What follows belongs to an exercise in optimizing a design on an open flow for small area, a short achievable clock period and few clock cycles per item; a production flow would make more cautious choices. The RTL was checked by simulation tests, not by an equivalence proof against the original design.

==> module seal_cmac, before the edit <==
module seal_cmac (
    input  wire         clk,
    input  wire         rst,
    input  wire [127:0] key,
    input  wire         in_valid,
    output wire         in_ready,
    input  wire         in_first,
    input  wire         in_last,
    input  wire [4:0]   in_nbytes,
    input  wire [127:0] in_data,
    output wire         out_valid,
    input  wire         out_ready,
    output wire [127:0] out_tag
);
    reg [127:0] st;       
    reg [127:0] rk;       
    reg [127:0] kr;       
    reg [127:0] lr;       
    reg         busy;     
    reg         isl;      
    reg         blast;    
    reg         waitb;    
    reg         lrdy;     
    reg         kp;       
    reg         flast;    
    reg         ov;       
    reg         fin;      
    reg         kld;      
    function [127:0] dbl(input [127:0] v);
        integer j;
        begin
            for (j = 0; j < 15; j = j + 1)
                dbl[8*j +: 8] = {v[8*j +: 7], v[8*(j+1) + 7]};
            dbl[120 +: 8] = {v[120 +: 7], 1'b0} ^ (v[7] ? 8'h87 : 8'h00);
        end
    endfunction
    wire [127:0] k1 = dbl(lr);
    wire [127:0] k2 = dbl(k1);
    function [127:0] prep(input [127:0] d, input last, input [4:0] nb,
                          input [127:0] sk1, input [127:0] sk2);
        integer j;
        begin
            if (!last) begin
                prep = d;
            end else if (nb >= 5'd16) begin
                prep = d ^ sk1;
            end else begin
                for (j = 0; j < 16; j = j + 1) begin
                    if (j < nb)
                        prep[8*j +: 8] = d[8*j +: 8];
                    else if (j == nb)
                        prep[8*j +: 8] = 8'h80;
                    else
                        prep[8*j +: 8] = 8'h00;
                end
                prep = prep ^ sk2;
            end
        end
    endfunction
    wire idle = !busy && !waitb && !lrdy;
    wire ir = (fin && !isl && !blast) || waitb || lrdy ||
              (fin && isl && !ov && !flast);
    wire acc = in_valid && ir;
    wire klatch = in_valid && in_first && !kp &&
                  (idle || (busy && !isl && blast));
    wire lstart = kp && (idle || (fin && !isl && blast) || (fin && isl && ov));
    wire lr_en  = fin && (isl ? !ov : blast);
    reg [7:0] rcr;
    wire [7:0] rcon = kld ? 8'h01 : rcr;
    wire [127:0] rout;
    wire [127:0] nk;
    seal_aes u_aes (
        .st    (st),
        .rk    (rk),
        .lastr (fin),
        .k     (kld ? kr : rk),
        .rcon  (rcon),
        .rout  (rout),
        .nk    (nk)
    );
    wire use_rout = busy && !(fin && (isl || blast));
    wire [127:0] base = use_rout ? rout : (waitb ? st : 128'h0);
    wire [127:0] add  = (acc ? prep(in_data, in_last, in_nbytes, k1, k2) : 128'h0) ^
                        ((acc || lstart) ? kr : 128'h0);
    assign in_ready  = ir;
    assign out_valid = ov;
    assign out_tag   = lr;
    always @(posedge clk) begin
        st  <= base ^ add;
        rk  <= nk;
        rcr <= kld ? 8'h02 : ({rcr[6:0], 1'b0} ^ (rcr[7] ? 8'h1b : 8'h00));
        if (klatch) begin
            kr    <= key;
            flast <= in_last;
        end
        if (lr_en)
            lr <= rout;
        if (lstart)
            isl <= 1'b1;
        else if (acc)
            isl <= 1'b0;
        if (acc)
            blast <= in_last;
    end
    always @(posedge clk) begin
        if (rst) begin
            busy  <= 1'b0;
            fin   <= 1'b0;
            kld   <= 1'b1;
            waitb <= 1'b0;
            lrdy  <= 1'b0;
            kp    <= 1'b0;
            ov    <= 1'b0;
        end else begin
            busy  <= (busy && !fin) || acc || lstart;
            fin   <= busy && !fin && (rcr == 8'h36);
            kld   <= !((busy && !fin) || acc || lstart) || (busy && !fin && (rcr == 8'h36));
            waitb <= (fin && !isl && !blast && !in_valid) || (waitb && !in_valid);
            lrdy  <= (fin && isl && !ov && !acc) || (lrdy && !acc);
            kp    <= klatch || (kp && !(acc && in_first));
            ov    <= (fin && !isl && blast) || (ov && !out_ready);
        end
    end
endmodule
clock: 10.0 ns
lec_check: 0
cap_margin: 20
core_margin: 2
core_utilization: 40
setup_slack_margin: 3
slew_margin: 20
standard.sh (not shown) runs the stock make flow with config.mk's settings and CLKGATE_MAP_FILE= SYNTH_SCRIPT=/design/flow/synth_recipe.tcl, a recipe that flattens the netlist after the stock synthesis.
==> flow/flow/run.sh <==
#!/bin/bash
# The standard layout (standard.sh), with synthesis run by flow/synth.tcl:
# the same script as the standard flow's, but ABC maps with flow/abc.script.
set -euo pipefail
here=$(pwd)
export MY_ABC_SCRIPT=$here/flow/abc.script
bash standard.sh SYNTH_SCRIPT=$here/flow/synth.tcl finish > $here/standard_flow.log 2>&1
==> flow/flow/abc.script <==
strash; dch; map -a; topo; stime -c; buffer -c; upsize -c; dnsize -c
==> flow/flow/synth.tcl <==
# The standard synthesis script (synth_recipe.tcl), with ABC's technology
# mapping run on flow/abc.script (path in MY_ABC_SCRIPT) instead of ORFS's
# speed script. Only the combinational mapping changes; the flip-flops are
# mapped by dfflibmap before ABC runs, as in the standard synthesis.
proc synth {args} { yosys synth -nofsm -noshare {*}$args }
proc abc {args} {
  set i [lsearch -exact $args -script]
  if { $i >= 0 } { lset args [expr {$i + 1}] $::env(MY_ABC_SCRIPT) }
  yosys abc {*}$args
}
source $::env(SCRIPTS_DIR)/synth.tcl
# left out here: clear keep_hierarchy, flatten, clean up, hide names made inside functions, write 1_2_yosys.v
Testbench counts at the start, summed over its fixed seeds: cycles 107,494, blocks 10,427.
Edit:
--- a/flow/design.v
+++ b/flow/design.v
@@ -220,12 +220,13 @@
     output wire [127:0] out_tag
 );
     reg [127:0] st;       
     reg [127:0] rk;       
     reg [127:0] kr;       
     reg [127:0] lr;       
+    reg [3:0]   rnd;      
     reg         busy;     
     reg         isl;      
     reg         blast;    
     reg         waitb;    
     reg         lrdy;     
     reg         kp;       
@@ -292,12 +293,13 @@
     assign in_ready  = ir;
     assign out_valid = ov;
     assign out_tag   = lr;
     always @(posedge clk) begin
         st  <= base ^ add;
         rk  <= nk;
+        rnd <= (busy && !fin) ? rnd + 4'd1 : 4'd1;
         rcr <= kld ? 8'h02 : ({rcr[6:0], 1'b0} ^ (rcr[7] ? 8'h1b : 8'h00));
         if (klatch) begin
             kr    <= key;
             flast <= in_last;
         end
         if (lr_en)
@@ -317,14 +319,14 @@
             waitb <= 1'b0;
             lrdy  <= 1'b0;
             kp    <= 1'b0;
             ov    <= 1'b0;
         end else begin
             busy  <= (busy && !fin) || acc || lstart;
-            fin   <= busy && !fin && (rcr == 8'h36);
-            kld   <= !((busy && !fin) || acc || lstart) || (busy && !fin && (rcr == 8'h36));
+            fin   <= busy && !fin && (rnd == 4'd9);
+            kld   <= !((busy && !fin) || acc || lstart) || (busy && !fin && (rnd == 4'd9));
             waitb <= (fin && !isl && !blast && !in_valid) || (waitb && !in_valid);
             lrdy  <= (fin && isl && !ov && !acc) || (lrdy && !acc);
             kp    <= klatch || (kp && !(acc && in_first));
             ov    <= (fin && !isl && blast) || (ov && !out_ready);
         end
     end
The changed run passed the timing, DRC and antenna checks.
Clock-buffer cell count climbs by 8.
Global-route usage decreases by 0.27 points.
Final cell count rises by 0.69%.
Synthesized cell count came out higher by 0.68%.
First-iteration DRC count is lower by 2.7%.
Worst hold slack gets worse by 0.042 ns.
Critical path depth goes down by 5.
Testbench counts after the change, summed over its fixed seeds: cycles 107,494, blocks 10,427.

## static timing again, ports no longer ideal
Ports are ideal in the flow. The routed layouts listed here were re-timed in OpenROAD.
Step 1, drivers: a clkbuf_16 drives clk and a buf_2 each remaining input, both assumed.
Step 2 adds t to the input delays and takes it off the output delays; t is the mean of the earliest and latest rising clock arrival at the registers after step 1. Input paths then give back, and output paths get back, about the clock's delay inside the block.
Slacks: no drivers / after step 1 / after step 2; pairs: no drivers / after step 1.
| run | shift t [ns] | setup slack, ns | hold WS [ns] | pins driven straight from the clock port |
|---|---|---|---|---|
| the first run | 0.750 | 3.253 / 3.253 / 3.253 | 0.480 / 0.480 / 0.480 | 1 |
| the second run | 0.771 | 3.355 / 3.355 / 2.850 | 0.438 / 0.438 / 0.438 | 1 |
After both steps every run listed still meets setup and hold. The setup slack of the second run, which loses most, moves by 0.000 ns with the drivers and by -0.505 ns with both steps.
